Source: an optimization exercise on an open RTL-to-GDS flow (aim: small area, a short achievable clock period and few clock cycles). Production flows keep margins and buffers that such runs may drop. Function was checked by simulation only, so behaviour that the tests miss may differ from the original. Power is estimated from default activity; no workload was simulated.

## flow/design.v (module list and top-level ports; edited modules follow where they fit)
// module frb_tot_hi: 700 lines
// module frb_tot_lo: 323 lines
// module frb_tot_code: 5 lines
// module frb_coder: 179 lines
module frb_coder (
    input  wire        clk,
    input  wire        rst,
    input  wire        cmd_valid,
    output wire        cmd_ready,
    input  wire        cmd_mode,       
    input  wire [12:0] cmd_nwords,     
    input  wire        in_valid,
    output wire        in_ready,
    input  wire [63:0] in_data,
    output wire        out_valid,
    input  wire        out_ready,
    output wire [63:0] out_data,
    output wire        out_last
);
  // ...
==> flow/flow/run.sh <==
#!/bin/bash
# Layout flow: the standard synthesis, then its combinational logic mapped
# again by ABC with a stronger script (flip-flops, their names and cells kept),
# then the standard layout from floorplan to finish.
set -euo pipefail
W=$(pwd)
R=$W/orfs/results/$FLOW_PLATFORM/frb_coder/base
YOSYS=$FLOW_HOME/../tools/install/yosys/bin/yosys
LIB=$FLOW_HOME/platforms/$FLOW_PLATFORM/lib/sky130_fd_sc_hd__tt_025C_1v80.lib

bash standard.sh synth > $W/std_synth.log 2>&1
cp $R/1_2_yosys.v $W/std_1_2_yosys.v
if IN=$W/std_1_2_yosys.v OUT=$W/resyn.v LIB=$LIB SCRIPT=$W/flow/resyn.abc \
   $YOSYS -c $W/flow/resyn.tcl > $W/resyn.log 2>&1; then
  cp $W/resyn.v $R/1_2_yosys.v
  rm -f $R/1_synth.odb $R/1_synth.sdc
else
  echo "resynthesis failed, keeping the standard netlist" >> $W/resyn.log
fi
bash standard.sh BUFFER_PORTS_ARGS="-buffer_cell sky130_fd_sc_hd__buf_2" SETUP_SLACK_MARGIN=34.8 finish > $W/std_finish.log 2>&1
==> flow/flow/resyn.abc <==
strash
dc2
balance
rewrite
refactor
balance
rewrite
rewrite -z
balance
refactor -z
rewrite -z
balance
dc2
dch -f
map -D 6000
topo
buffer -c -N 12
upsize -c -D 6000
dnsize -c -D 6000
==> flow/flow/resyn.tcl <==
# Maps the combinational logic of the standard synthesis's netlist again with
# ABC (flip-flop and tie cell instances kept as they are).
# Environment: IN (netlist), OUT, LIB (liberty), SCRIPT (ABC script).
set lib $::env(LIB)
set dont_use {}
set fh [open $lib r]
foreach line [split [read $fh] "\n"] {
  if {[regexp {^\s*cell\s*\(\s*"?([A-Za-z0-9_]+)"?\s*\)} $line -> name]} {
    if {[string match *lpflow* $name] || [string match *probe* $name]} {
      lappend dont_use -dont_use $name
    }
  }
}
close $fh
yosys read_liberty -ignore_miss_func $lib
yosys read_verilog -defer $::env(IN)
yosys hierarchy -top frb_coder
yosys setattr -mod -set keep_hierarchy 1 sky130_fd_sc_hd__df* sky130_fd_sc_hd__edf* sky130_fd_sc_hd__sdf* sky130_fd_sc_hd__conb_1
yosys flatten
yosys opt_clean -purge frb_coder
yosys abc -liberty $lib {*}$dont_use -script $::env(SCRIPT) frb_coder
yosys opt_clean -purge frb_coder
yosys insbuf -buf sky130_fd_sc_hd__buf_4 A X
yosys check
yosys tee -o $::env(OUT).stat stat -liberty $lib
yosys blackbox sky130_fd_sc_hd__*
yosys write_verilog -noattr -nohex -nodec $::env(OUT)
==> flow/standard.sh <==
#!/bin/bash
# synth_recipe.tcl (not shown) runs the flow's synth.tcl, then flattens the netlist and writes it again
# the make line also repeats each setting of config.mk as NAME=value (left out here)
make -C /OpenROAD-flow-scripts/flow DESIGN_CONFIG=/design/flow/config.mk WORK_HOME=/design/flow/orfs CLKGATE_MAP_FILE= SYNTH_SCRIPT=/design/flow/synth_recipe.tcl "${@:-finish}"
==> flow/config.mk <==
export PLATFORM = sky130hd
export DESIGN_NAME = frb_coder
export DESIGN_NICKNAME = frb_coder
export VERILOG_FILES = /design/flow/design.v
export SDC_FILE = /design/flow/constraint.sdc
export NUM_CORES = 4
export LEC_CHECK = 0
export CAP_MARGIN = 10
export CORE_MARGIN = 2
export CORE_UTILIZATION = 60
export CTS_CLUSTER_DIAMETER = 100
export CTS_CLUSTER_SIZE = 20
export GPL_TIMING_DRIVEN = 0
export SLEW_MARGIN = 10
export SYNTH_MEMORY_MAX_BITS = 65536
==> flow/constraint.sdc <==
create_clock -name core_clock -period 45.0 [get_ports {clk}]
set_input_delay 9.0000 -clock core_clock [delete_from_list [all_inputs] [get_ports {clk}]]
set_output_delay 9.0000 -clock core_clock [all_outputs]
set_load 0.01 [all_outputs]
==> flow_summary.json, run 1 <==
{
  "dpl_worst_slack_ns": 34.13,
  "max-clock-path-buffers": 3,
  "postCtsSetupBuffers": 6,
  "grt_use_met1": 0.822,
  "globalRouteTotalUtil": 0.769,
  "ys.warnings.count": 1,
  "holdBufCountCts": 0,
  "grt_first_pass_wirelength_microns": 259000,
  "first_global_vias": 36064,
  "cts_inserted_buffers": 22,
  "syn_nets": 3816,
  "htree_levels": 1,
  "per_instance_average_area_after_synthesis_sq_um": 7.15,
  "syn_inst_count": 3733,
  "status": "did not finish",
  "hpwl_microns": 95400,
  "gr-total-overflow": 368,
  "dpl-instance-area_sq_um": 28600,
  "stop_stage": "global routing (5_1_grt)",
  "num_io_pins": 151,
  "met3_usage": 0.669,
  "grt-busiest-layer": "met2",
  "synth.cell_area_sq_um": 26700,
  "io_buffer_count": 150,
  "cts-root-buf": "clkbuf_16",
  "gp_congestion": 1.66,
  "grt_start_max_net_pins": 70,
  "floorplan.die.height_microns": 215,
  "flow.first_error": "[ERROR GRT-0116] Global routing finished with congestion. Check the congestion regions in the DRC Viewer.",
  "row_count": 77,
  "met2_usage": 0.878,
  "post_cts.resized_instances": 7,
  "dpl.cell_count": 4491,
  "initial_core_utilization": 0.606,
  "chipWidth_microns": 215
}
Testbench counts, summed over its fixed seeds: cycles 62,280.
==> run 2: changes to the inputs <==
--- a/flow/design.v
+++ b/flow/design.v
@@ -694,337 +694,345 @@
   wire w665 = w663 | (w664 & w653);
   wire w666 = w664 & w654;
   wire w667 = w665 | w666;
   wire w668 = ~(tot[12] ^ w620[12] ^ ~w667);
   wire w669 = w570 ? w668 : w619;
   assign chi = {w31,w94,w225,w348,w463,w570,w669};
 endmodule
 module frb_tot_lo (input wire [15:0] tot, input wire [6:0] chi, output wire [9:0] code);
-  wire [1535:0] w670_tab = {
+  wire [1535:0] t7_tab = {
     12'd3226, 12'd3812, 12'd493, 12'd1450, 12'd2577, 12'd3865, 12'd1210, 12'd2795,
     12'd420, 12'd2270, 12'd146, 12'd2234, 12'd333, 12'd2633, 12'd934, 12'd3423,
     12'd1903, 12'd466, 12'd3203, 12'd1918, 12'd702, 12'd3649, 12'd2561, 12'd1533,
     12'd561, 12'd3737, 12'd2867, 12'd2045, 12'd1267, 12'd531, 12'd3931, 12'd3274,
     12'd2651, 12'd2063, 12'd1506, 12'd980, 12'd482, 12'd11, 12'd3662, 12'd3241,
     12'd2843, 12'd2466, 12'd2110, 12'd1773, 12'd1455, 12'd1153, 12'd869, 12'd599,
     12'd344, 12'd103, 12'd3972, 12'd3756, 12'd3552, 12'd3359, 12'd3177, 12'd3005,
     12'd2842, 12'd2687, 12'd2542, 12'd2404, 12'd2274, 12'd2150, 12'd2034, 12'd1923,
     12'd1819, 12'd1720, 12'd1627, 12'd1538, 12'd1455, 12'd1376, 12'd1301, 12'd1231,
     12'd1164, 12'd1101, 12'd1041, 12'd985, 12'd931, 12'd881, 12'd833, 12'd788,
     12'd745, 12'd705, 12'd666, 12'd630, 12'd596, 12'd564, 12'd533, 12'd504,
     12'd477, 12'd451, 12'd427, 12'd404, 12'd382, 12'd361, 12'd342, 12'd323,
     12'd306, 12'd289, 12'd274, 12'd259, 12'd245, 12'd231, 12'd219, 12'd207,
     12'd196, 12'd185, 12'd175, 12'd166, 12'd157, 12'd148, 12'd140, 12'd132,
     12'd124, 12'd116, 12'd108, 12'd100, 12'd92, 12'd84, 12'd76, 12'd68,
     12'd60, 12'd52, 12'd44, 12'd36, 12'd28, 12'd20, 12'd12, 12'd4};
-  wire [11:0] w670 = w670_tab[{chi[6],chi[5],chi[4],chi[3],chi[2],chi[1],chi[0]}*12 +: 12];
-  wire w671 = tot[0] & ~w670[0];
-  wire w672 = tot[0] | ~w670[0];
-  wire w673 = tot[1] & ~w670[1];
-  wire w674 = tot[1] | ~w670[1];
-  wire w675 = tot[2] & ~w670[2];
-  wire w676 = tot[2] | ~w670[2];
-  wire w677 = tot[3] & ~w670[3];
-  wire w678 = tot[3] | ~w670[3];
-  wire w679 = tot[4] & ~w670[4];
-  wire w680 = tot[4] | ~w670[4];
-  wire w681 = tot[5] & ~w670[5];
-  wire w682 = tot[5] | ~w670[5];
-  wire w683 = tot[6] & ~w670[6];
-  wire w684 = tot[6] | ~w670[6];
-  wire w685 = tot[7] & ~w670[7];
-  wire w686 = tot[7] | ~w670[7];
-  wire w687 = tot[8] & ~w670[8];
-  wire w688 = tot[8] | ~w670[8];
-  wire w689 = tot[9] & ~w670[9];
-  wire w690 = tot[9] | ~w670[9];
-  wire w691 = tot[10] & ~w670[10];
-  wire w692 = tot[10] | ~w670[10];
-  wire w693 = w673 | (w674 & w671);
-  wire w694 = w674 & w672;
-  wire w695 = w679 | (w680 & w677);
-  wire w696 = w680 & w678;
-  wire w697 = w695 | (w696 & w675);
-  wire w698 = w696 & w676;
-  wire w699 = w697 | (w698 & w693);
-  wire w700 = w698 & w694;
-  wire w701 = w685 | (w686 & w683);
-  wire w702 = w686 & w684;
-  wire w703 = w701 | (w702 & w681);
-  wire w704 = w702 & w682;
-  wire w705 = w691 | (w692 & w689);
-  wire w706 = w692 & w690;
-  wire w707 = w705 | (w706 & w687);
-  wire w708 = w706 & w688;
-  wire w709 = w707 | (w708 & w703);
-  wire w710 = w708 & w704;
-  wire w711 = w709 | (w710 & w699);
-  wire w712 = w710 & w700;
-  wire w713 = w711 | w712;
-  wire w714 = ~(tot[11] ^ w670[11] ^ ~w713);
-  wire [1407:0] w715_tab = {
+  wire [11:0] t7 = t7_tab[chi*12 +: 12];
+  wire w670 = tot[0] & ~t7[0];
+  wire w671 = tot[0] | ~t7[0];
+  wire w672 = tot[1] & ~t7[1];
+  wire w673 = tot[1] | ~t7[1];
+  wire w674 = tot[2] & ~t7[2];
+  wire w675 = tot[2] | ~t7[2];
+  wire w676 = tot[3] & ~t7[3];
+  wire w677 = tot[3] | ~t7[3];
+  wire w678 = tot[4] & ~t7[4];
+  wire w679 = tot[4] | ~t7[4];
+  wire w680 = tot[5] & ~t7[5];
+  wire w681 = tot[5] | ~t7[5];
+  wire w682 = tot[6] & ~t7[6];
+  wire w683 = tot[6] | ~t7[6];
+  wire w684 = tot[7] & ~t7[7];
+  wire w685 = tot[7] | ~t7[7];
+  wire w686 = tot[8] & ~t7[8];
+  wire w687 = tot[8] | ~t7[8];
+  wire w688 = tot[9] & ~t7[9];
+  wire w689 = tot[9] | ~t7[9];
+  wire w690 = tot[10] & ~t7[10];
+  wire w691 = tot[10] | ~t7[10];
+  wire w692 = w672 | (w673 & w670);
+  wire w693 = w673 & w671;
+  wire w694 = w678 | (w679 & w676);
+  wire w695 = w679 & w677;
+  wire w696 = w694 | (w695 & w674);
+  wire w697 = w695 & w675;
+  wire w698 = w696 | (w697 & w692);
+  wire w699 = w697 & w693;
+  wire w700 = w684 | (w685 & w682);
+  wire w701 = w685 & w683;
+  wire w702 = w700 | (w701 & w680);
+  wire w703 = w701 & w681;
+  wire w704 = w690 | (w691 & w688);
+  wire w705 = w691 & w689;
+  wire w706 = w704 | (w705 & w686);
+  wire w707 = w705 & w687;
+  wire w708 = w706 | (w707 & w702);
+  wire w709 = w707 & w703;
+  wire w710 = w708 | (w709 & w698);
+  wire w711 = w709 & w699;
+  wire w712 = w710 | w711;
+  wire w713 = ~(tot[11] ^ t7[11] ^ ~w712);
+  wire [1407:0] t8a_tab = {
     11'd282, 11'd917, 11'd1740, 11'd692, 11'd1860, 11'd1139, 11'd569, 11'd140,
     11'd1895, 11'd1728, 11'd1681, 11'd1748, 11'd1923, 11'd151, 11'd524, 11'd987,
     11'd1537, 11'd120, 11'd827, 11'd1608, 11'd409, 11'd1323, 11'd251, 11'd1285,
     11'd326, 11'd1467, 11'd609, 11'd1846, 11'd1079, 11'd354, 11'd1715, 11'd1066,
     11'd453, 11'd1921, 11'd1372, 11'd853, 11'd362, 11'd1946, 11'd1507, 11'd1091,
     11'd699, 11'd327, 11'd2024, 11'd1692, 11'd1378, 11'd1081, 11'd800, 11'd534,
     11'd283, 11'd45, 11'd1868, 11'd1656, 11'd1455, 11'd1265, 11'd1085, 11'd915,
     11'd754, 11'd602, 11'd458, 11'd322, 11'd194, 11'd72, 11'd2005, 11'd1896,
     11'd1794, 11'd1696, 11'd1604, 11'd1517, 11'd1435, 11'd1357, 11'd1283, 11'd1214,
     11'd1148, 11'd1086, 11'd1027, 11'd971, 11'd918, 11'd869, 11'd822, 11'd777,
     11'd735, 11'd695, 11'd657, 11'd622, 11'd588, 11'd556, 11'd526, 11'd497,
     11'd470, 11'd445, 11'd421, 11'd398, 11'd376, 11'd356, 11'd337, 11'd319,
     11'd302, 11'd285, 11'd270, 11'd255, 11'd241, 11'd228, 11'd216, 11'd204,
     11'd193, 11'd183, 11'd173, 11'd163, 11'd154, 11'd146, 11'd138, 11'd130,
     11'd122, 11'd114, 11'd106, 11'd98, 11'd90, 11'd82, 11'd74, 11'd66,
     11'd58, 11'd50, 11'd42, 11'd34, 11'd26, 11'd18, 11'd10, 11'd2};
-  wire [10:0] w715 = w715_tab[{chi[6],chi[5],chi[4],chi[3],chi[2],chi[1],chi[0]}*11 +: 11];
-  wire w716 = tot[0] & ~w715[0];
-  wire w717 = tot[0] | ~w715[0];
-  wire w718 = tot[1] & ~w715[1];
-  wire w719 = tot[1] | ~w715[1];
-  wire w720 = tot[2] & ~w715[2];
-  wire w721 = tot[2] | ~w715[2];
-  wire w722 = tot[3] & ~w715[3];
-  wire w723 = tot[3] | ~w715[3];
-  wire w724 = tot[4] & ~w715[4];
-  wire w725 = tot[4] | ~w715[4];
-  wire w726 = tot[5] & ~w715[5];
-  wire w727 = tot[5] | ~w715[5];
-  wire w728 = tot[6] & ~w715[6];
-  wire w729 = tot[6] | ~w715[6];
-  wire w730 = tot[7] & ~w715[7];
-  wire w731 = tot[7] | ~w715[7];
-  wire w732 = tot[8] & ~w715[8];
-  wire w733 = tot[8] | ~w715[8];
-  wire w734 = tot[9] & ~w715[9];
-  wire w735 = tot[9] | ~w715[9];
-  wire w736 = w718 | (w719 & w716);
-  wire w737 = w719 & w717;
-  wire w738 = w724 | (w725 & w722);
-  wire w739 = w725 & w723;
-  wire w740 = w738 | (w739 & w720);
-  wire w741 = w739 & w721;
-  wire w742 = w740 | (w741 & w736);
-  wire w743 = w741 & w737;
-  wire w744 = w728 | (w729 & w726);
-  wire w745 = w729 & w727;
-  wire w746 = w734 | (w735 & w732);
-  wire w747 = w735 & w733;
-  wire w748 = w746 | (w747 & w730);
-  wire w749 = w747 & w731;
-  wire w750 = w748 | (w749 & w744);
-  wire w751 = w749 & w745;
-  wire w752 = w750 | (w751 & w742);
-  wire w753 = w751 & w743;
-  wire w754 = w752 | w753;
-  wire w755 = ~(tot[10] ^ w715[10] ^ ~w754);
-  wire [1407:0] w756_tab = {
+  wire [10:0] t8a = t8a_tab[chi*11 +: 11];
+  wire [1407:0] t8b_tab = {
     11'd1952, 11'd575, 11'd1305, 11'd170, 11'd1256, 11'd457, 11'd1860, 11'd1362,
     11'd1001, 11'd772, 11'd666, 11'd677, 11'd799, 11'd1025, 11'd1350, 11'd1769,
     11'd227, 11'd818, 11'd1488, 11'd184, 11'd1000, 11'd1882, 11'd780, 11'd1785,
     11'd799, 11'd1914, 11'd1032, 11'd198, 11'd1457, 11'd711, 11'd6, 11'd1386,
     11'd755, 11'd159, 11'd1642, 11'd1108, 11'd604, 11'd127, 11'd1723, 11'd1296,
     11'd892, 11'd510, 11'd149, 11'd1856, 11'd1533, 11'd1227, 11'd938, 11'd665,
     11'd407, 11'd163, 11'd1980, 11'd1761, 11'd1554, 11'd1359, 11'd1174, 11'd999,
     11'd834, 11'd677, 11'd530, 11'd389, 11'd257, 11'd132, 11'd14, 11'd1950,
     11'd1844, 11'd1744, 11'd1650, 11'd1560, 11'd1476, 11'd1396, 11'd1320, 11'd1248,
     11'd1181, 11'd1117, 11'd1056, 11'd998, 11'd944, 11'd893, 11'd845, 11'd799,
     11'd755, 11'd714, 11'd676, 11'd639, 11'd605, 11'd572, 11'd541, 11'd512,
     11'd484, 11'd457, 11'd433, 11'd409, 11'd387, 11'd366, 11'd346, 11'd328,
     11'd310, 11'd293, 11'd277, 11'd262, 11'd248, 11'd235, 11'd222, 11'd210,
     11'd198, 11'd188, 11'd178, 11'd168, 11'd159, 11'd150, 11'd142, 11'd134,
     11'd126, 11'd118, 11'd110, 11'd102, 11'd94, 11'd86, 11'd78, 11'd70,
     11'd62, 11'd54, 11'd46, 11'd38, 11'd30, 11'd22, 11'd14, 11'd6};
-  wire [10:0] w756 = w756_tab[{chi[6],chi[5],chi[4],chi[3],chi[2],chi[1],chi[0]}*11 +: 11];
-  wire w757 = tot[0] & ~w756[0];
-  wire w758 = tot[0] | ~w756[0];
-  wire w759 = tot[1] & ~w756[1];
-  wire w760 = tot[1] | ~w756[1];
-  wire w761 = tot[2] & ~w756[2];
-  wire w762 = tot[2] | ~w756[2];
-  wire w763 = tot[3] & ~w756[3];
-  wire w764 = tot[3] | ~w756[3];
-  wire w765 = tot[4] & ~w756[4];
-  wire w766 = tot[4] | ~w756[4];
-  wire w767 = tot[5] & ~w756[5];
-  wire w768 = tot[5] | ~w756[5];
-  wire w769 = tot[6] & ~w756[6];
-  wire w770 = tot[6] | ~w756[6];
-  wire w771 = tot[7] & ~w756[7];
-  wire w772 = tot[7] | ~w756[7];
-  wire w773 = tot[8] & ~w756[8];
-  wire w774 = tot[8] | ~w756[8];
-  wire w775 = tot[9] & ~w756[9];
-  wire w776 = tot[9] | ~w756[9];
-  wire w777 = w759 | (w760 & w757);
-  wire w778 = w760 & w758;
-  wire w779 = w765 | (w766 & w763);
-  wire w780 = w766 & w764;
-  wire w781 = w779 | (w780 & w761);
-  wire w782 = w780 & w762;
-  wire w783 = w781 | (w782 & w777);
-  wire w784 = w782 & w778;
-  wire w785 = w769 | (w770 & w767);
-  wire w786 = w770 & w768;
-  wire w787 = w775 | (w776 & w773);
-  wire w788 = w776 & w774;
-  wire w789 = w787 | (w788 & w771);
-  wire w790 = w788 & w772;
-  wire w791 = w789 | (w790 & w785);
-  wire w792 = w790 & w786;
-  wire w793 = w791 | (w792 & w783);
-  wire w794 = w792 & w784;
-  wire w795 = w793 | w794;
-  wire w796 = ~(tot[10] ^ w756[10] ^ ~w795);
-  wire w797 = w714 ? w796 : w755;
-  wire [2559:0] w798_tab = {
-    10'd607, 10'd863, 10'd144, 10'd498, 10'd898, 10'd319, 10'd809, 10'd317,
-    10'd891, 10'd482, 10'd112, 10'd804, 10'd510, 10'd252, 10'd29, 10'd865,
-    10'd710, 10'd587, 10'd496, 10'd436, 10'd405, 10'd404, 10'd431, 10'd484,
-    10'd565, 10'd672, 10'd804, 10'd961, 10'd117, 10'd321, 10'd547, 10'd795,
-    10'd41, 10'd331, 10'd642, 10'd972, 10'd297, 10'd665, 10'd26, 10'd430,
-    10'd850, 10'd263, 10'd717, 10'd161, 10'd646, 10'd121, 10'd635, 10'd138,
-    10'd679, 10'd210, 10'd777, 10'd333, 10'd925, 10'd505, 10'd97, 10'd724,
-    10'd338, 10'd986, 10'd621, 10'd266, 10'd944, 10'd608, 10'd282, 10'd988,
-    10'd679, 10'd379, 10'd87, 10'd827, 10'd550, 10'd281, 10'd20, 10'd790,
-    10'd543, 10'd302, 10'd69, 10'd866, 10'd644, 10'd429, 10'd220, 10'd17,
-    10'd843, 10'd651, 10'd464, 10'd282, 10'd106, 10'd958, 10'd790, 10'd628,
-    10'd469, 10'd316, 10'd166, 10'd21, 10'd903, 10'd766, 10'd632, 10'd502,
-    10'd375, 10'd253, 10'd133, 10'd16, 10'd928, 10'd817, 10'd710, 10'd606,
-    10'd505, 10'd407, 10'd311, 10'd218, 10'd128, 10'd39, 10'd978, 10'd895,
-    10'd814, 10'd735, 10'd658, 10'd584, 10'd512, 10'd441, 10'd372, 10'd306,
-    10'd241, 10'd178, 10'd117, 10'd57, 10'd0, 10'd967, 10'd912, 10'd859,
-    10'd807, 10'd757, 10'd708, 10'd661, 10'd614, 10'd569, 10'd525, 10'd483,
-    10'd441, 10'd401, 10'd362, 10'd324, 10'd286, 10'd250, 10'd215, 10'd181,
-    10'd148, 10'd116, 10'd85, 10'd54, 10'd24, 10'd1019, 10'd991, 10'd964,
-    10'd938, 10'd912, 10'd887, 10'd863, 10'd839, 10'd816, 10'd793, 10'd772,
-    10'd750, 10'd730, 10'd709, 10'd690, 10'd671, 10'd653, 10'd635, 10'd617,
-    10'd601, 10'd584, 10'd568, 10'd552, 10'd537, 10'd522, 10'd508, 10'd494,
-    10'd480, 10'd467, 10'd454, 10'd442, 10'd430, 10'd418, 10'd406, 10'd395,
-    10'd384, 10'd374, 10'd364, 10'd354, 10'd344, 10'd335, 10'd325, 10'd317,
-    10'd308, 10'd299, 10'd291, 10'd283, 10'd275, 10'd268, 10'd261, 10'd253,
-    10'd246, 10'd240, 10'd233, 10'd227, 10'd220, 10'd214, 10'd208, 10'd203,
-    10'd197, 10'd192, 10'd186, 10'd181, 10'd176, 10'd171, 10'd167, 10'd162,
-    10'd158, 10'd153, 10'd149, 10'd145, 10'd141, 10'd137, 10'd133, 10'd129,
-    10'd125, 10'd121, 10'd117, 10'd113, 10'd109, 10'd105, 10'd101, 10'd97,
-    10'd93, 10'd89, 10'd85, 10'd81, 10'd77, 10'd73, 10'd69, 10'd65,
-    10'd61, 10'd57, 10'd53, 10'd49, 10'd45, 10'd41, 10'd37, 10'd33,
-    10'd29, 10'd25, 10'd21, 10'd17, 10'd13, 10'd9, 10'd5, 10'd1};
-  wire [9:0] w798 = w798_tab[{chi[6],chi[5],chi[4],chi[3],chi[2],chi[1],chi[0],w714}*10 +: 10];
-  wire w799 = tot[0] & ~w798[0];
-  wire w800 = tot[0] | ~w798[0];
-  wire w801 = tot[1] & ~w798[1];
-  wire w802 = tot[1] | ~w798[1];
-  wire w803 = tot[2] & ~w798[2];
-  wire w804 = tot[2] | ~w798[2];
-  wire w805 = tot[3] & ~w798[3];
-  wire w806 = tot[3] | ~w798[3];
-  wire w807 = tot[4] & ~w798[4];
-  wire w808 = tot[4] | ~w798[4];
-  wire w809 = tot[5] & ~w798[5];
-  wire w810 = tot[5] | ~w798[5];
-  wire w811 = tot[6] & ~w798[6];
-  wire w812 = tot[6] | ~w798[6];
-  wire w813 = tot[7] & ~w798[7];
-  wire w814 = tot[7] | ~w798[7];
-  wire w815 = tot[8] & ~w798[8];
-  wire w816 = tot[8] | ~w798[8];
-  wire w817 = w801 | (w802 & w799);
-  wire w818 = w802 & w800;
+  wire [10:0] t8b = t8b_tab[chi*11 +: 11];
+  wire w714 = tot[0] & ~t8a[0];
+  wire w715 = tot[0] | ~t8a[0];
+  wire w716 = tot[1] & ~t8a[1];
+  wire w717 = tot[1] | ~t8a[1];
+  wire w718 = tot[2] & ~t8a[2];
+  wire w719 = tot[2] | ~t8a[2];
+  wire w720 = tot[3] & ~t8a[3];
+  wire w721 = tot[3] | ~t8a[3];
+  wire w722 = tot[4] & ~t8a[4];
+  wire w723 = tot[4] | ~t8a[4];
+  wire w724 = tot[5] & ~t8a[5];
+  wire w725 = tot[5] | ~t8a[5];
+  wire w726 = tot[6] & ~t8a[6];
+  wire w727 = tot[6] | ~t8a[6];
+  wire w728 = tot[7] & ~t8a[7];
+  wire w729 = tot[7] | ~t8a[7];
+  wire w730 = tot[8] & ~t8a[8];
+  wire w731 = tot[8] | ~t8a[8];
+  wire w732 = tot[9] & ~t8a[9];
+  wire w733 = tot[9] | ~t8a[9];
+  wire w734 = w716 | (w717 & w714);
+  wire w735 = w717 & w715;
+  wire w736 = w722 | (w723 & w720);
+  wire w737 = w723 & w721;
+  wire w738 = w736 | (w737 & w718);
+  wire w739 = w737 & w719;
+  wire w740 = w738 | (w739 & w734);
+  wire w741 = w739 & w735;
+  wire w742 = w726 | (w727 & w724);
+  wire w743 = w727 & w725;
+  wire w744 = w732 | (w733 & w730);
+  wire w745 = w733 & w731;
+  wire w746 = w744 | (w745 & w728);
+  wire w747 = w745 & w729;
+  wire w748 = w746 | (w747 & w742);
+  wire w749 = w747 & w743;
+  wire w750 = w748 | (w749 & w740);
+  wire w751 = w749 & w741;
+  wire w752 = w750 | w751;
+  wire w753 = ~(tot[10] ^ t8a[10] ^ ~w752);
+  wire w754 = tot[0] & ~t8b[0];
+  wire w755 = tot[0] | ~t8b[0];
+  wire w756 = tot[1] & ~t8b[1];
+  wire w757 = tot[1] | ~t8b[1];
+  wire w758 = tot[2] & ~t8b[2];
+  wire w759 = tot[2] | ~t8b[2];
+  wire w760 = tot[3] & ~t8b[3];
+  wire w761 = tot[3] | ~t8b[3];
+  wire w762 = tot[4] & ~t8b[4];
+  wire w763 = tot[4] | ~t8b[4];
+  wire w764 = tot[5] & ~t8b[5];
+  wire w765 = tot[5] | ~t8b[5];
+  wire w766 = tot[6] & ~t8b[6];
+  wire w767 = tot[6] | ~t8b[6];
+  wire w768 = tot[7] & ~t8b[7];
+  wire w769 = tot[7] | ~t8b[7];
+  wire w770 = tot[8] & ~t8b[8];
+  wire w771 = tot[8] | ~t8b[8];
+  wire w772 = tot[9] & ~t8b[9];
+  wire w773 = tot[9] | ~t8b[9];
+  wire w774 = w756 | (w757 & w754);
+  wire w775 = w757 & w755;
+  wire w776 = w762 | (w763 & w760);
+  wire w777 = w763 & w761;
+  wire w778 = w776 | (w777 & w758);
+  wire w779 = w777 & w759;
+  wire w780 = w778 | (w779 & w774);
+  wire w781 = w779 & w775;
+  wire w782 = w766 | (w767 & w764);
+  wire w783 = w767 & w765;
+  wire w784 = w772 | (w773 & w770);
+  wire w785 = w773 & w771;
+  wire w786 = w784 | (w785 & w768);
+  wire w787 = w785 & w769;
+  wire w788 = w786 | (w787 & w782);
+  wire w789 = w787 & w783;
+  wire w790 = w788 | (w789 & w780);
+  wire w791 = w789 & w781;
+  wire w792 = w790 | w791;
+  wire w793 = ~(tot[10] ^ t8b[10] ^ ~w792);
+  wire w794 = w713 ? w793 : w753;
+  wire [1279:0] t9r0_tab = {
+    10'd863, 10'd498, 10'd319, 10'd317, 10'd482, 10'd804, 10'd252, 10'd865,
+    10'd587, 10'd436, 10'd404, 10'd484, 10'd672, 10'd961, 10'd321, 10'd795,
+    10'd331, 10'd972, 10'd665, 10'd430, 10'd263, 10'd161, 10'd121, 10'd138,
+    10'd210, 10'd333, 10'd505, 10'd724, 10'd986, 10'd266, 10'd608, 10'd988,
+    10'd379, 10'd827, 10'd281, 10'd790, 10'd302, 10'd866, 10'd429, 10'd17,
+    10'd651, 10'd282, 10'd958, 10'd628, 10'd316, 10'd21, 10'd766, 10'd502,
+    10'd253, 10'd16, 10'd817, 10'd606, 10'd407, 10'd218, 10'd39, 10'd895,
+    10'd735, 10'd584, 10'd441, 10'd306, 10'd178, 10'd57, 10'd967, 10'd859,
+    10'd757, 10'd661, 10'd569, 10'd483, 10'd401, 10'd324, 10'd250, 10'd181,
+    10'd116, 10'd54, 10'd1019, 10'd964, 10'd912, 10'd863, 10'd816, 10'd772,
+    10'd730, 10'd690, 10'd653, 10'd617, 10'd584, 10'd552, 10'd522, 10'd494,
+    10'd467, 10'd442, 10'd418, 10'd395, 10'd374, 10'd354, 10'd335, 10'd317,
+    10'd299, 10'd283, 10'd268, 10'd253, 10'd240, 10'd227, 10'd214, 10'd203,
+    10'd192, 10'd181, 10'd171, 10'd162, 10'd153, 10'd145, 10'd137, 10'd129,
+    10'd121, 10'd113, 10'd105, 10'd97, 10'd89, 10'd81, 10'd73, 10'd65,
+    10'd57, 10'd49, 10'd41, 10'd33, 10'd25, 10'd17, 10'd9, 10'd1};
+  wire [9:0] t9r0 = t9r0_tab[chi*10 +: 10];
+  wire [1279:0] t9r6_tab = {
+    10'd1023, 10'd1009, 10'd692, 10'd558, 10'd599, 10'd804, 10'd140, 10'd648,
+    10'd271, 10'd26, 10'd929, 10'd925, 10'd10, 10'd223, 10'd536, 10'd943,
+    10'd415, 10'd996, 10'd632, 10'd343, 10'd126, 10'd1000, 10'd914, 10'd888,
+    10'd919, 10'd1004, 10'd116, 10'd300, 10'd529, 10'd802, 10'd92, 10'd444,
+    10'd832, 10'd231, 10'd687, 10'd150, 10'd666, 10'd185, 10'd754, 10'd324,
+    10'd942, 10'd557, 10'd193, 10'd874, 10'd548, 10'd240, 10'd974, 10'd698,
+    10'd438, 10'd192, 10'd984, 10'd763, 10'd555, 10'd359, 10'd172, 10'd1020,
+    10'd854, 10'd696, 10'd548, 10'd406, 10'd274, 10'd147, 10'd28, 10'd940,
+    10'd833, 10'd733, 10'd637, 10'd547, 10'd462, 10'd381, 10'd305, 10'd233,
+    10'd165, 10'd100, 10'd39, 10'd1005, 10'd951, 10'd900, 10'd851, 10'd805,
+    10'd761, 10'd719, 10'd680, 10'd644, 10'd609, 10'd576, 10'd545, 10'd515,
+    10'd487, 10'd461, 10'd436, 10'd412, 10'd390, 10'd369, 10'd349, 10'd330,
+    10'd312, 10'd295, 10'd279, 10'd264, 10'd250, 10'd236, 10'd223, 10'd211,
+    10'd200, 10'd189, 10'd179, 10'd169, 10'd160, 10'd151, 10'd143, 10'd135,
+    10'd127, 10'd119, 10'd111, 10'd103, 10'd95, 10'd87, 10'd79, 10'd71,
+    10'd63, 10'd55, 10'd47, 10'd39, 10'd31, 10'd23, 10'd15, 10'd7};
+  wire [9:0] t9r6 = t9r6_tab[chi*10 +: 10];
+  wire [1407:0] cr2_tab = {
+    11'd2047, 11'd2047, 11'd2047, 11'd2046, 11'd2047, 11'd2047, 11'd2047, 11'd0,
+    11'd2047, 11'd2047, 11'd0, 11'd2047, 11'd2047, 11'd2047, 11'd2047, 11'd0,
+    11'd2047, 11'd2047, 11'd0, 11'd2047, 11'd0, 11'd2047, 11'd2047, 11'd0,
+    11'd0, 11'd2047, 11'd0, 11'd0, 11'd0, 11'd0, 11'd0, 11'd0,
+    11'd0, 11'd2047, 11'd0, 11'd0, 11'd0, 11'd0, 11'd0, 11'd0,
+    11'd0, 11'd1, 11'd0, 11'd0, 11'd0, 11'd0, 11'd0, 11'd1,
+    11'd0, 11'd0, 11'd0, 11'd0, 11'd0, 11'd0, 11'd0, 11'd0,
+    11'd0, 11'd1, 11'd0, 11'd0, 11'd0, 11'd0, 11'd0, 11'd1,
+    11'd0, 11'd0, 11'd0, 11'd1, 11'd0, 11'd1, 11'd0, 11'd0,
+    11'd0, 11'd0, 11'd0, 11'd0, 11'd1, 11'd0, 11'd0, 11'd0,
+    11'd0, 11'd0, 11'd1, 11'd0, 11'd0, 11'd0, 11'd1, 11'd1,
+    11'd1, 11'd0, 11'd0, 11'd0, 11'd0, 11'd1, 11'd0, 11'd0,
+    11'd0, 11'd0, 11'd0, 11'd0, 11'd0, 11'd1, 11'd0, 11'd1,
+    11'd0, 11'd0, 11'd0, 11'd0, 11'd0, 11'd0, 11'd0, 11'd0,
+    11'd0, 11'd0, 11'd0, 11'd0, 11'd0, 11'd0, 11'd0, 11'd0,
+    11'd0, 11'd0, 11'd0, 11'd0, 11'd0, 11'd0, 11'd0, 11'd0};
+  wire [10:0] cr2 = cr2_tab[chi*11 +: 11];
+  wire [1407:0] cr4_tab = {
+    11'd66, 11'd2047, 11'd2047, 11'd2047, 11'd2047, 11'd2047, 11'd2047, 11'd2047,
+    11'd0, 11'd2047, 11'd2047, 11'd0, 11'd2047, 11'd2047, 11'd2047, 11'd2047,
+    11'd0, 11'd0, 11'd0, 11'd2047, 11'd2047, 11'd0, 11'd0, 11'd0,
+    11'd2047, 11'd0, 11'd0, 11'd0, 11'd0, 11'd0, 11'd0, 11'd0,
+    11'd0, 11'd0, 11'd0, 11'd0, 11'd0, 11'd0, 11'd0, 11'd0,
+    11'd0, 11'd0, 11'd1, 11'd0, 11'd2047, 11'd0, 11'd0, 11'd0,
+    11'd0, 11'd0, 11'd0, 11'd0, 11'd0, 11'd0, 11'd1, 11'd0,
+    11'd0, 11'd0, 11'd0, 11'd0, 11'd0, 11'd0, 11'd0, 11'd0,
+    11'd0, 11'd0, 11'd0, 11'd0, 11'd0, 11'd0, 11'd0, 11'd0,
+    11'd0, 11'd0, 11'd0, 11'd0, 11'd1, 11'd0, 11'd0, 11'd0,
+    11'd0, 11'd0, 11'd0, 11'd1, 11'd1, 11'd0, 11'd0, 11'd0,
+    11'd0, 11'd0, 11'd0, 11'd0, 11'd0, 11'd1, 11'd0, 11'd0,
+    11'd0, 11'd0, 11'd0, 11'd1, 11'd0, 11'd0, 11'd0, 11'd0,
+    11'd0, 11'd0, 11'd0, 11'd0, 11'd0, 11'd0, 11'd0, 11'd0,
+    11'd0, 11'd0, 11'd0, 11'd0, 11'd0, 11'd0, 11'd0, 11'd0,
+    11'd0, 11'd0, 11'd0, 11'd0, 11'd0, 11'd0, 11'd0, 11'd0};
+  wire [10:0] cr4 = cr4_tab[chi*11 +: 11];
+  wire [10:0] s2 = t8a + t7[10:0] + {cr2[9:0], 1'b0};
+  wire [10:0] s4 = t7[10:0] + t8b + {cr4[9:0], 1'b0};
+  wire [9:0] t9a = w713 ? s4[10:1] : t9r0;
+  wire [9:0] t9b = w713 ? t9r6 : s2[10:1];
+  wire w795 = tot[0] & ~t9a[0];
+  wire w796 = tot[0] | ~t9a[0];
+  wire w797 = tot[1] & ~t9a[1];
+  wire w798 = tot[1] | ~t9a[1];
+  wire w799 = tot[2] & ~t9a[2];
+  wire w800 = tot[2] | ~t9a[2];
+  wire w801 = tot[3] & ~t9a[3];
+  wire w802 = tot[3] | ~t9a[3];
+  wire w803 = tot[4] & ~t9a[4];
+  wire w804 = tot[4] | ~t9a[4];
+  wire w805 = tot[5] & ~t9a[5];
+  wire w806 = tot[5] | ~t9a[5];
+  wire w807 = tot[6] & ~t9a[6];
+  wire w808 = tot[6] | ~t9a[6];
+  wire w809 = tot[7] & ~t9a[7];
+  wire w810 = tot[7] | ~t9a[7];
+  wire w811 = tot[8] & ~t9a[8];
+  wire w812 = tot[8] | ~t9a[8];
+  wire w813 = w797 | (w798 & w795);
+  wire w814 = w798 & w796;
+  wire w815 = w801 | (w802 & w799);
+  wire w816 = w802 & w800;
+  wire w817 = w815 | (w816 & w813);
+  wire w818 = w816 & w814;
   wire w819 = w805 | (w806 & w803);
   wire w820 = w806 & w804;
-  wire w821 = w819 | (w820 & w817);
-  wire w822 = w820 & w818;
-  wire w823 = w809 | (w810 & w807);
-  wire w824 = w810 & w808;
-  wire w825 = w815 | (w816 & w813);
-  wire w826 = w816 & w814;
-  wire w827 = w825 | (w826 & w811);
-  wire w828 = w826 & w812;
-  wire w829 = w827 | (w828 & w823);
-  wire w830 = w828 & w824;
-  wire w831 = w829 | (w830 & w821);
-  wire w832 = w830 & w822;
-  wire w833 = w831 | w832;
-  wire w834 = ~(tot[9] ^ w798[9] ^ ~w833);
-  wire [2559:0] w835_tab = {
-    10'd1023, 10'd729, 10'd1009, 10'd315, 10'd692, 10'd91, 10'd558, 10'd45,
-    10'd599, 10'd169, 10'd804, 10'd453, 10'd140, 10'd888, 10'd648, 10'd443,
-    10'd271, 10'd132, 10'd26, 10'd974, 10'd929, 10'd913, 10'd925, 10'd966,
-    10'd10, 10'd103, 10'd223, 10'd367, 10'd536, 10'd728, 10'd943, 10'd157,
-    10'd415, 10'd695, 10'd996, 10'd292, 10'd632, 10'd991, 10'd343, 10'd738,
-    10'd126, 10'd555, 10'd1000, 10'd437, 10'd914, 10'd381, 10'd888, 10'd385,
-    10'd919, 10'd443, 10'd1004, 10'd553, 10'd116, 10'd714, 10'd300, 10'd921,
-    10'd529, 10'd149, 10'd802, 10'd442, 10'd92, 10'd775, 10'd444, 10'd122,
-    10'd832, 10'd528, 10'd231, 10'd967, 10'd687, 10'd415, 10'd150, 10'd916,
-    10'd666, 10'd422, 10'd185, 10'd978, 10'd754, 10'd536, 10'd324, 10'd118,
-    10'd942, 10'd747, 10'd557, 10'd373, 10'd193, 10'd19, 10'd874, 10'd708,
-    10'd548, 10'd392, 10'd240, 10'd93, 10'd974, 10'd834, 10'd698, 10'd567,
-    10'd438, 10'd313, 10'd192, 10'd74, 10'd984, 10'd872, 10'd763, 10'd658,
-    10'd555, 10'd455, 10'd359, 10'd264, 10'd172, 10'd83, 10'd1020, 10'd936,
-    10'd854, 10'd774, 10'd696, 10'd621, 10'd548, 10'd476, 10'd406, 10'd339,
-    10'd274, 10'd210, 10'd147, 10'd87, 10'd28, 10'd995, 10'd940, 10'd886,
-    10'd833, 10'd782, 10'd733, 10'd684, 10'd637, 10'd591, 10'd547, 10'd504,
-    10'd462, 10'd421, 10'd381, 10'd343, 10'd305, 10'd268, 10'd233, 10'd198,
-    10'd165, 10'd132, 10'd100, 10'd69, 10'd39, 10'd10, 10'd1005, 10'd978,
-    10'd951, 10'd925, 10'd900, 10'd875, 10'd851, 10'd827, 10'd805, 10'd782,
-    10'd761, 10'd740, 10'd719, 10'd700, 10'd680, 10'd662, 10'd644, 10'd626,
-    10'd609, 10'd592, 10'd576, 10'd560, 10'd545, 10'd530, 10'd515, 10'd501,
-    10'd487, 10'd474, 10'd461, 10'd448, 10'd436, 10'd424, 10'd412, 10'd401,
-    10'd390, 10'd379, 10'd369, 10'd359, 10'd349, 10'd339, 10'd330, 10'd321,
-    10'd312, 10'd304, 10'd295, 10'd287, 10'd279, 10'd272, 10'd264, 10'd257,
-    10'd250, 10'd243, 10'd236, 10'd230, 10'd223, 10'd217, 10'd211, 10'd206,
-    10'd200, 10'd194, 10'd189, 10'd184, 10'd179, 10'd174, 10'd169, 10'd164,
-    10'd160, 10'd155, 10'd151, 10'd147, 10'd143, 10'd139, 10'd135, 10'd131,
-    10'd127, 10'd123, 10'd119, 10'd115, 10'd111, 10'd107, 10'd103, 10'd99,
-    10'd95, 10'd91, 10'd87, 10'd83, 10'd79, 10'd75, 10'd71, 10'd67,
-    10'd63, 10'd59, 10'd55, 10'd51, 10'd47, 10'd43, 10'd39, 10'd35,
-    10'd31, 10'd27, 10'd23, 10'd19, 10'd15, 10'd11, 10'd7, 10'd3};
-  wire [9:0] w835 = w835_tab[{chi[6],chi[5],chi[4],chi[3],chi[2],chi[1],chi[0],w714}*10 +: 10];
-  wire w836 = tot[0] & ~w835[0];
-  wire w837 = tot[0] | ~w835[0];
-  wire w838 = tot[1] & ~w835[1];
-  wire w839 = tot[1] | ~w835[1];
-  wire w840 = tot[2] & ~w835[2];
-  wire w841 = tot[2] | ~w835[2];
-  wire w842 = tot[3] & ~w835[3];
-  wire w843 = tot[3] | ~w835[3];
-  wire w844 = tot[4] & ~w835[4];
-  wire w845 = tot[4] | ~w835[4];
-  wire w846 = tot[5] & ~w835[5];
-  wire w847 = tot[5] | ~w835[5];
-  wire w848 = tot[6] & ~w835[6];
-  wire w849 = tot[6] | ~w835[6];
-  wire w850 = tot[7] & ~w835[7];
-  wire w851 = tot[7] | ~w835[7];
-  wire w852 = tot[8] & ~w835[8];
-  wire w853 = tot[8] | ~w835[8];
-  wire w854 = w838 | (w839 & w836);
-  wire w855 = w839 & w837;
-  wire w856 = w842 | (w843 & w840);
-  wire w857 = w843 & w841;
-  wire w858 = w856 | (w857 & w854);
-  wire w859 = w857 & w855;
-  wire w860 = w846 | (w847 & w844);
-  wire w861 = w847 & w845;
-  wire w862 = w852 | (w853 & w850);
-  wire w863 = w853 & w851;
-  wire w864 = w862 | (w863 & w848);
-  wire w865 = w863 & w849;
-  wire w866 = w864 | (w865 & w860);
-  wire w867 = w865 & w861;
-  wire w868 = w866 | (w867 & w858);
-  wire w869 = w867 & w859;
-  wire w870 = w868 | w869;
-  wire w871 = ~(tot[9] ^ w835[9] ^ ~w870);
-  wire w872 = w797 ? w871 : w834;
-  assign code = {chi[6],chi[5],chi[4],chi[3],chi[2],chi[1],chi[0],w714,w797,w872};
+  wire w821 = w811 | (w812 & w809);
+  wire w822 = w812 & w810;
+  wire w823 = w821 | (w822 & w807);
+  wire w824 = w822 & w808;
+  wire w825 = w823 | (w824 & w819);
+  wire w826 = w824 & w820;
+  wire w827 = w825 | (w826 & w817);
+  wire w828 = w826 & w818;
+  wire w829 = w827 | w828;
+  wire w830 = ~(tot[9] ^ t9a[9] ^ ~w829);
+  wire w831 = tot[0] & ~t9b[0];
+  wire w832 = tot[0] | ~t9b[0];
+  wire w833 = tot[1] & ~t9b[1];
+  wire w834 = tot[1] | ~t9b[1];
+  wire w835 = tot[2] & ~t9b[2];
+  wire w836 = tot[2] | ~t9b[2];
+  wire w837 = tot[3] & ~t9b[3];
+  wire w838 = tot[3] | ~t9b[3];
+  wire w839 = tot[4] & ~t9b[4];
+  wire w840 = tot[4] | ~t9b[4];
+  wire w841 = tot[5] & ~t9b[5];
+  wire w842 = tot[5] | ~t9b[5];
+  wire w843 = tot[6] & ~t9b[6];
+  wire w844 = tot[6] | ~t9b[6];
+  wire w845 = tot[7] & ~t9b[7];
+  wire w846 = tot[7] | ~t9b[7];
+  wire w847 = tot[8] & ~t9b[8];
+  wire w848 = tot[8] | ~t9b[8];
+  wire w849 = w833 | (w834 & w831);
+  wire w850 = w834 & w832;
+  wire w851 = w837 | (w838 & w835);
+  wire w852 = w838 & w836;
+  wire w853 = w851 | (w852 & w849);
+  wire w854 = w852 & w850;
+  wire w855 = w841 | (w842 & w839);
+  wire w856 = w842 & w840;
+  wire w857 = w847 | (w848 & w845);
+  wire w858 = w848 & w846;
+  wire w859 = w857 | (w858 & w843);
+  wire w860 = w858 & w844;
+  wire w861 = w859 | (w860 & w855);
+  wire w862 = w860 & w856;
+  wire w863 = w861 | (w862 & w853);
+  wire w864 = w862 & w854;
+  wire w865 = w863 | w864;
+  wire w866 = ~(tot[9] ^ t9b[9] ^ ~w865);
+  wire w867 = w794 ? w866 : w830;
+  assign code = {chi[6],chi[5],chi[4],chi[3],chi[2],chi[1],chi[0],w713,w794,w867};
 endmodule
 module frb_tot_code (input wire [15:0] tot, output wire [9:0] code);
   wire [6:0] chi;
   frb_tot_hi u_hi (.tot(tot), .chi(chi));
   frb_tot_lo u_lo (.tot(tot), .chi(chi), .code(code));
 endmodule
 module frb_coder (
     input  wire        clk,
==> flow/config.mk (replaced) <==
export PLATFORM = sky130hd
export DESIGN_NAME = frb_coder
export DESIGN_NICKNAME = frb_coder
export VERILOG_FILES = /design/flow/design.v
export SDC_FILE = /design/flow/constraint.sdc
export NUM_CORES = 4
export LEC_CHECK = 0
export CAP_MARGIN = 20
export CORE_MARGIN = 2
export CORE_UTILIZATION = 35
export CTS_CLUSTER_DIAMETER = 100
export CTS_CLUSTER_SIZE = 20
export GPL_TIMING_DRIVEN = 0
export SLEW_MARGIN = 20
export SYNTH_MEMORY_MAX_BITS = 65536
==> run 2 against run 1 <==
Against the previous run: the run now finishes clean; synthesized cell count decreased by 2.9%; area after synthesis fell by 2.8%.
==> flow_summary.json, run 2 <==
{
  "status": "no timing/DRC/antenna violations",
  "timing.final.crit_period_ns": 10.16,
  "cts_num_sinks": 356,
  "power_density_nw_per_um2": 60.1,
  "max-clock-path-buffers": 3,
  "route.detailed.wl_per_inst_microns": 33.8,
  "crit_slowest_cell": "edfxtp_1",
  "worst_clock_skew_ns": 0.0738,
  "dr_total_vias": 31488,
  "floorplan.die.height_microns": 276,
  "rsz0062_at_grt": "yes",
  "globalRouteTotalUtil": 0.410,
  "row_count": 99,
  "cellLeakagePower_nw": 11.8,
  "grt_first_pass_wirelength_microns": 224000,
  "irDropWorstVdd_v": 0.0000318,
  "synth.cell_area_sq_um": 25900,
  "setup.worst_path.start_class": "register",
  "cp.arrival_ns": 1.16,
  "die-area_sq_um": 76300,
  "met3_usage": 0.157,
  "number_of_slew_limit_violations_in_the_final_report": 0,
  "cts_tree": "done",
  "layout-area-overhead-vs-synth_pct": 13.3,
  "cp_slowest_stage_delay_ns": 0.41,
  "htree_levels": 1,
  "initial_core_utilization": 0.354,
  "grt-busiest-layer": "met2",
  "cts_inserted_buffers": 24,
  "num_io_pins": 151,
  "timing.hold.worst_path_depth": 0,
  "layout_commonest_cell": "nand2_1",
  "fin_nets": 3919,
  "gr-total-overflow": 0,
  "cp_num_buf_inv": 1,
  "finalHoldViolCount": 0,
  "grt_use_met1": 0.540,
  "ys.warnings.count": 1,
  "cts-root-buf": "clkbuf_16",
  "detailedRoute.firstPassIterationCount": 7,
  "layout_common_cells": "628 x nand2_1, 610 x nor2_1, 428 x inv_1",
  "detail-route-antenna-nets": 0,
  "first_global_vias": 29004,
  "hpwl_microns": 126000,
  "hold_path.class": "register to register",
  "met2_usage": 0.586,
  "clk-insertion-delay-late_ns": 0.60,
  "criticalPathCategory": "register to primary output",
  "routed_wl_microns": 163000,
  "drv.max_cap_violation_count": 0,
  "syn_nets": 3707,
  "cp_data_required_time_ns": 36.00,
  "io_buffer_count": 150,
  "worstMarginPinSlew_ns": 1.31,
  "layout_worst_path_cycle_share": 0.226,
  "routed_via_density": 6.54,
  "timing.critical_path.fanout_max": 1,
  "grt_start_max_net_pins": 69,
  "timing.final.setup_violations": 0,
  "critical-path-top-delay-family": "flip-flops",
  "per_instance_average_area_after_synthesis_sq_um": 7.16,
  "final_layout_setup_total_negative_slack_ns": 0,
  "gp_congestion": 1.16,
  "fmaxAchievable_ghz": 0.0984,
  "critical_path.cell_chain": "buf_2",
  "reg2reg_depth": 38,
  "clkSlewWorstSetupHoldPaths_ns": 0.09,
  "drc_violations_left": 0,
  "whs_ns": 0.445,
  "critical_path.endpoint_type": "primary output",
  "drt_first_iter_violations": 5417,
  "top_regs": "o2_w (64), o_w (64), d_d (60)",
  "critical_path_cell_count": 1,
  "antenna_found_initial": 9,
  "chipWidth_microns": 276,
  "syn_inst_count": 3624,
  "placeable_core_region_sq_um": 73200,
  "slew_headroom": 0.129,
  "layout-drive-gt1-share": 0.0816
}
[run 2: cell type report]
| type | count | area (sq um) |
|---|---|---|
| fill | 7777 | 43800 |
| timing repair buffer | 186 | 1320 |
| inverter | 468 | 1780 |
| clock inverter | 7 | 95.1 |
| buffer | 76 | 295 |
| sequential | 356 | 10300 |
| multi-input combinational | 2724 | 13800 |
| antenna | 7 | 17.5 |
| clock buffer | 32 | 631 |
| tap | 959 | 1200 |
[run 2: metal layers]
metal	wire [microns]	vias to the layer above
met2	65400	2582
met5	46	-
met4	10200	6
met1	64200	15036
met3	22900	588
li1	-	13276
[run 2: repair_timing]
action,4_1_cts,5_1_grt
gates resized for setup,2,24
buffers inserted,0,2
cloned,0,0
setup endpoints to repair,2,38
pin swaps,0,0
hold buffers,0,0
[run 2: report_power, final]
part,internal (W),total (W),switching [W]
sequential,0.000388,0.000416,0.0000279
clock,0.000102,0.000222,0.000120
combinational,0.000276,0.00113,0.000851
[run 2: worst paths after layout]
path	startpoint	end	slack, ns
setup / recovery	o_w[62]	out_data[62]	34.84
hold / removal	d_last	c_last	0.45
setup reg to reg	c_chi[1]	o_w[14]	34.91
hold reg to reg	d_last	c_last	0.45
[run 2: metrics by stage]
step / power (W) / setup WS, ns / utilization / cells / area, sq um
final: 0.00177 / 34.84 / 0.401 / 4815 / 29400
after global routing: 0.00180 / 34.80 / 0.401 / 4809 / 29400
after CTS: 0.00168 / 34.82 / 0.400 / 4806 / 29300
after detailed placement: 0.00146 / 34.80 / 0.390 / 4767 / 28600
after global placement: 0.00146 / 33.40 / 0.381 / 4733 / 27900
after floorplan: 0.000998 / 35.30 / - / 3624 / 25900
Testbench counts of run 2, summed over its fixed seeds: cycles 62,280.
==> run 3: changes to the inputs <==
--- a/flow/flow/run.sh
+++ b/flow/flow/run.sh
@@ -17,4 +17,4 @@
 else
   echo "resynthesis failed, keeping the standard netlist" >> $W/resyn.log
 fi
-bash standard.sh BUFFER_PORTS_ARGS="-buffer_cell sky130_fd_sc_hd__buf_2" SETUP_SLACK_MARGIN=34.8 finish > $W/std_finish.log 2>&1
+bash standard.sh BUFFER_PORTS_ARGS="-buffer_cell sky130_fd_sc_hd__buf_2" SETUP_SLACK_MARGIN=35.2 finish > $W/std_finish.log 2>&1
--- a/flow/config.mk
+++ b/flow/config.mk
@@ -7,7 +7,7 @@
 export LEC_CHECK = 0
 export CAP_MARGIN = 20
 export CORE_MARGIN = 2
-export CORE_UTILIZATION = 35
+export CORE_UTILIZATION = 40
 export CTS_CLUSTER_DIAMETER = 100
 export CTS_CLUSTER_SIZE = 20
 export GPL_TIMING_DRIVEN = 0
==> run 3 against run 2 <==
Against the previous run: synthesized cell count unchanged; maximum frequency decreased by 0.13%; non-clock buffer count increased by 23; core utilization increased by 5.8 points; clock power about the same; clock skew decreased by 0.039 ns; clock-buffer cell count unchanged; die area decreased by 12%; power about the same; hold slack got worse by 0.014 ns; sequential cell count unchanged; largest power group unchanged; highest routed layer unchanged.
==> flow_summary.json, run 3 <==
{
  "status": "no timing/DRC/antenna violations",
  "ys.warnings.count": 1,
  "top_regs": "o2_w (64), o_w (64), d_d (60)",
  "net-switching-power_w": 0.000996,
  "critical_path.endpoint_type": "primary output",
  "cp_num_buf_inv": 1,
  "layout_common_cells": "628 x nand2_1, 608 x nor2_1, 428 x inv_1",
  "cellLeakagePower_nw": 11.9,
  "number_of_slew_limit_violations_in_the_final_report": 0,
  "critical-path-top-delay-family": "flip-flops",
  "grt_first_pass_wirelength_microns": 223000,
  "routed_wl_microns": 162000,
  "slew_headroom": 0.163,
  "globalRouteTotalUtil": 0.467,
  "criticalPathCategory": "register to primary output",
  "p_int_w": 0.000771,
  "chipWidth_microns": 259,
  "htree_levels": 1,
  "finalHoldViolCount": 0,
  "worst_clock_skew_ns": 0.0351,
  "dpl_worst_slack_ns": 34.75,
  "cts_tree": "done",
  "timing.final.setup_violations": 0,
  "max-clock-path-buffers": 3,
  "setup.worst_path.start_class": "register",
  "gr-total-overflow": 0,
  "cp_data_required_time_ns": 36.00,
  "cts_inserted_buffers": 23,
  "row_count": 93,
  "fmaxAchievable_ghz": 0.0983,
  "hold_path.class": "register to register",
  "timing.final.crit_period_ns": 10.17,
  "clkSlewWorstSetupHoldPaths_ns": 0.08,
  "layout-drive-gt1-share": 0.0897,
  "clock_power_frac": 0.124,
  "worstMarginPinSlew_ns": 1.25,
  "power_frac_seq": 0.232,
  "rsz0062_at_grt": "yes",
  "synth.cell_area_sq_um": 25900,
  "cp_slowest_stage_delay_ns": 0.43,
  "die-area_sq_um": 66900,
  "holdBufCountCts": 0,
  "num_io_pins": 151,
  "fillers": 6410,
  "drc_violations_left": 0,
  "hpwl_microns": 123000,
  "routed_via_density": 6.86,
  "drt_first_iter_violations": 6262,
  "crit_slowest_cell": "edfxtp_1",
  "syn_inst_count": 3624,
  "layout_commonest_cell": "nand2_1",
  "critical_path.cell_chain": "buf_2",
  "final_layout_setup_total_negative_slack_ns": 0,
  "irDropWorstVdd_v": 0.0000375,
  "cp.arrival_ns": 1.17,
  "cts_num_sinks": 356,
  "io_buffer_count": 150,
  "gp_congestion": 1.13,
  "antenna_found_initial": 11,
  "instances_no_fill": 4735,
  "fin_nets": 3941,
  "dr_total_vias": 32493,
  "dpl.cell_count": 4661,
  "timing.critical_path.fanout_max": 1,
  "route.detailed.wl_per_inst_microns": 34.2,
  "power.switching_fraction": 0.564,
  "drv.max_cap_violation_count": 0,
  "detail-route-antenna-nets": 0,
  "layout_setup_ws_ns": 34.83,
  "clk-insertion-delay-late_ns": 0.60,
  "initial_core_utilization": 0.404,
  "floorplan.die.height_microns": 259,
  "first_global_vias": 29713,
  "power_density_nw_per_um2": 59.8,
  "detailedRoute.firstPassIterationCount": 10,
  "grt_start_max_net_pins": 71,
  "syn_nets": 3707,
  "comb_power_share": 0.644,
  "layout-area-overhead-vs-synth_pct": 13.9,
  "layout_worst_path_cycle_share": 0.226,
  "placeable_core_region_sq_um": 64200,
  "cts-root-buf": "clkbuf_16",
  "per_instance_average_area_after_synthesis_sq_um": 7.16
}
[run 3: timing repair]
action	in CTS	in global routing
pin swaps	0	1
resized for setup	16	60
setup endpoints to repair	80	108
buffers inserted	8	19
[run 3: metal layers]
metal	GRT usage	part of all wire	up-vias
li1	-	-	13319
met2	0.668	0.40	3237
met5	0.00570	0.00080	-
met3	0.182	0.16	719
met1	0.591	0.36	15206
met4	0.287	0.078	12
[run 3: cell type report]
class | instances | area [sq um] | share of cell area
sequential | 356 | 10300 | 0.348
antenna | 10 | 25.0 | 0.000847
clock inverter | 5 | 66.3 | 0.00224
timing repair buffer | 209 | 1570 | 0.0531
buffer | 76 | 305 | 0.0103
tap | 855 | 1070 | 0.0362
multi-input combinational | 2724 | 13800 | 0.467
clock buffer | 32 | 631 | 0.0213
inverter | 468 | 1800 | 0.0609
[run 3: path summary, 6_finish.rpt]
check                              start           end  slack [ns]  cells after the start
worst max-delay path             o_w[34]  out_data[34]       34.83                      1
worst min-delay path              mode40         d_m40        0.43                      0
worst max register to register  c_chi[5]       o_w[23]       35.45                     37
worst min register to register    mode40         d_m40        0.43                      0
[run 3: power groups by stage]
stage                     logic, W  registers (W)  clock network (W)
final                      0.00114       0.000410           0.000220
after CTS                  0.00103       0.000408           0.000216
after detailed placement   0.00101       0.000426                  0
after global routing       0.00116       0.000411           0.000226
after floorplan           0.000582       0.000415                  0
after global placement     0.00100       0.000433                  0
[run 3: per-stage QoR]
stage                     power, W  instance area [sq um]  hold slack (ns)  utilization
after floorplan           0.000998                  25900            0.400            -
after global placement     0.00143                  27800            0.401        0.432
after detailed placement   0.00144                  28400            0.407        0.442
after CTS                  0.00166                  29200            0.428        0.454
after global routing       0.00180                  29500            0.434        0.460
final                      0.00177                  29500            0.431        0.460
==> run 4: changes to the inputs <==
==> flow/flow/resyn.abc (replaced) <==
strash
dc2
balance
rewrite
refactor
balance
rewrite
rewrite -z
balance
refactor -z
rewrite -z
balance
dc2
dch -f
map -D 5000
topo
buffer -c -N 12
upsize -c -D 5000
dnsize -c -D 5000
--- a/flow/config.mk
+++ b/flow/config.mk
@@ -7,7 +7,7 @@
 export LEC_CHECK = 0
 export CAP_MARGIN = 20
 export CORE_MARGIN = 2
-export CORE_UTILIZATION = 40
+export CORE_UTILIZATION = 35
 export CTS_CLUSTER_DIAMETER = 100
 export CTS_CLUSTER_SIZE = 20
 export GPL_TIMING_DRIVEN = 0
==> run 4 against run 3 <==
Against the previous run: sequential cell count unchanged; final cell count increased by 1.7%; synthesized cell count fell by 0.25%; highest routed layer unchanged; largest cell class unchanged; die area up 14%; area after synthesis is 0.33% higher.
==> flow_summary.json, run 4 <==
{
  "status": "no timing/DRC/antenna violations",
  "drv.max_cap_violation_count": 0,
  "power_density_nw_per_um2": 59.7,
  "layout_worst_path_cycle_share": 0.226,
  "layout_common_cells": "637 x nand2_1, 603 x nor2_1, 419 x inv_1",
  "critical_path.endpoint_type": "primary output",
  "cellLeakagePower_nw": 11.9,
  "slew_headroom": 0.181,
  "synth.cell_area_sq_um": 26000,
  "routed_wl_microns": 161000,
  "initial_core_utilization": 0.355,
  "worstReg2RegEnd": "o_w[24]",
  "criticalPathCategory": "register to primary output",
  "syn_nets": 3698,
  "layout-area-overhead-vs-synth_pct": 13.4,
  "cts-root-buf": "clkbuf_16",
  "finalHoldViolCount": 0,
  "worst_clock_skew_ns": 0.0634,
  "die-area_sq_um": 76600,
  "timing.hold.worst_path_depth": 0,
  "fmaxAchievable_ghz": 0.0984,
  "detail-route-antenna-nets": 0,
  "dpl-instance-area_sq_um": 28600,
  "cp.arrival_ns": 1.16,
  "irDropWorstVdd_v": 0.0000337,
  "detailedRoute.firstPassIterationCount": 10,
  "critical_path.reg2reg.startpoint": "c_chi[0]",
  "cp_num_buf_inv": 1,
  "cts_num_sinks": 356,
  "ys.warnings.count": 1,
  "clkSlewWorstSetupHoldPaths_ns": 0.09,
  "critical-path-top-delay-family": "flip-flops",
  "critical_path.startpoint": "o_w[62]",
  "placeable_core_region_sq_um": 73300,
  "syn_inst_count": 3615,
  "cts_tree": "done",
  "clk-insertion-delay-late_ns": 0.61,
  "cp_slowest_stage_delay_ns": 0.39,
  "critical_path.cell_chain": "buf_2",
  "gp_congestion": 1.12,
  "cp_data_required_time_ns": 36.00,
  "timing.final.setup_violations": 0,
  "max-clock-path-buffers": 3,
  "top_regs": "o2_w (64), o_w (64), d_d (60)",
  "dpl_worst_slack_ns": 34.76,
  "htree_levels": 1,
  "timing.critical_path.fanout_max": 1,
  "postLayoutCellArea_sq_um": 29500,
  "hold_path.class": "register to register",
  "grt_start_max_net_pins": 70,
  "chipWidth_microns": 277,
  "drc_violations_left": 0,
  "layout_setup_ws_ns": 34.84,
  "final_layout_setup_total_negative_slack_ns": 0,
  "dr_total_vias": 31268,
  "fillers": 7796,
  "first_global_vias": 28789,
  "worst_case_hold_path_end_point": "c_last",
  "antenna_found_initial": 11,
  "floorplan.die.height_microns": 277,
  "timing.final.crit_period_ns": 10.16,
  "number_of_slew_limit_violations_in_the_final_report": 0,
  "route.detailed.wl_per_inst_microns": 33.4,
  "worstMarginPinSlew_ns": 1.22,
  "reg2reg_depth": 38,
  "cts_inserted_buffers": 24,
  "reg2reg_slack_ns": 35.31,
  "per_instance_average_area_after_synthesis_sq_um": 7.20,
  "io_buffer_count": 150,
  "grt_first_pass_wirelength_microns": 221000,
  "routed_via_density": 6.49,
  "hpwl_microns": 124000,
  "fin_nets": 3917,
  "num_io_pins": 151,
  "rsz0062_at_grt": "yes",
  "gr-total-overflow": 0,
  "drt_first_iter_violations": 5519,
  "crit_slowest_cell": "edfxtp_1",
  "row_count": 99,
  "layout-drive-gt1-share": 0.0892,
  "layout_commonest_cell": "nand2_1",
  "final_util": 0.403,
  "total_power_w": 0.00176,
  "setup.worst_path.start_class": "register",
  "hold_start": "d_last",
  "globalRouteTotalUtil": 0.404
}
==> run 4: per-layer routing <==
layer  share of wire  up-vias  GRT usage  routed length, microns
li1                -    13266          -                       -
met1            0.40    14960      0.538                   64600
met2            0.40     2445      0.571                   64000
met3            0.14      593      0.157                   22300
met4           0.062        4      0.194                    9900
met5         0.00014        -          0                      23
==> run 4: metrics by stage <==
stage          hold slack [ns]  instances
5_1_grt                  0.443       4806
3_3_place_gp             0.401       4724
6_report                 0.422       4816
2_1_floorplan            0.400       3615
3_5_place_dp             0.419       4754
4_1_cts                  0.430       4793
==> run 4: how the worst max path moves through the flow <==
stage / to / slack (ns) / depth (start not counted)
after global routing: out_data[62] / 34.79 / 1
after floorplan: cmd_rdy / 35.30 / 7
after global placement: o_w[24] / 33.10 / 28
after CTS: out_data[57] / 34.82 / 1
after detailed placement: acnt_q[3] / 34.76 / 4
final: out_data[62] / 34.84 / 1
==> run 4: worst reg2reg max path, delay by kind of cell, from the launching register on <==
kind | cells | cell delay (ns)
AND/OR/NAND/NOR | 14 | 3.91
flip-flops | 1 | 0.71
AO/OA/AOI/OAI | 16 | 3.35
buffers and inverters | 8 | 1.44
==> run 4: where the power goes <==
part           internal [W]  switching, W
logic              0.000280      0.000841
registers          0.000388     0.0000259
clock network      0.000103      0.000125
total              0.000771      0.000992
==> run 4: what timing repair did <==
action,in CTS,in global routing
resized for setup,11,7
setup endpoints to repair,68,90
hold buffers,0,0
setup buffers,1,11
==> run 4: area by class of cell <==
| type | count | area (sq um) | share of cell area |
|---|---|---|---|
| Clock buffer | 32 | 631 | 0.0214 |
| Buffer | 78 | 328 | 0.0111 |
| Antenna cell | 11 | 27.5 | 0.000932 |
| Tap cell | 959 | 1200 | 0.0406 |
| Multi-Input combinational cell | 2722 | 13800 | 0.468 |
| Timing Repair Buffer | 193 | 1400 | 0.0474 |
| Clock inverter | 6 | 108 | 0.00364 |
| Inverter | 459 | 1740 | 0.0590 |
| Sequential cell | 356 | 10300 | 0.348 |

[separate check: timing with driven ports]
The results above use ideal ports. As a check the final layouts listed here were re-extracted and re-timed, cells and wires unchanged.
Step 1, drivers: a clkbuf_16 drives clk and a buf_2 each remaining input, both assumed.
Step 2 adds t to the input delays and takes it off the output delays; t is the mean of the earliest and latest rising clock arrival at the registers after step 1. Input paths then give back, and output paths get back, about the clock's delay inside the block.
a / b / c = ideal ports / drivers / drivers and shift; a / b = the first two.
run	shift t [ns]	setup WS [ns]	worst setup path after step 2
run 2	0.633	34.839 / 34.768 / 34.792	input to register
run 3	0.637	34.826 / 34.770 / 34.773	input to register
run 4	0.648	34.840 / 34.774 / 34.750	input to register
After both steps every run listed still meets setup and hold. For run 4, which loses most, drivers alone change the setup slack by -0.066 ns; drivers and shift together by -0.090 ns.
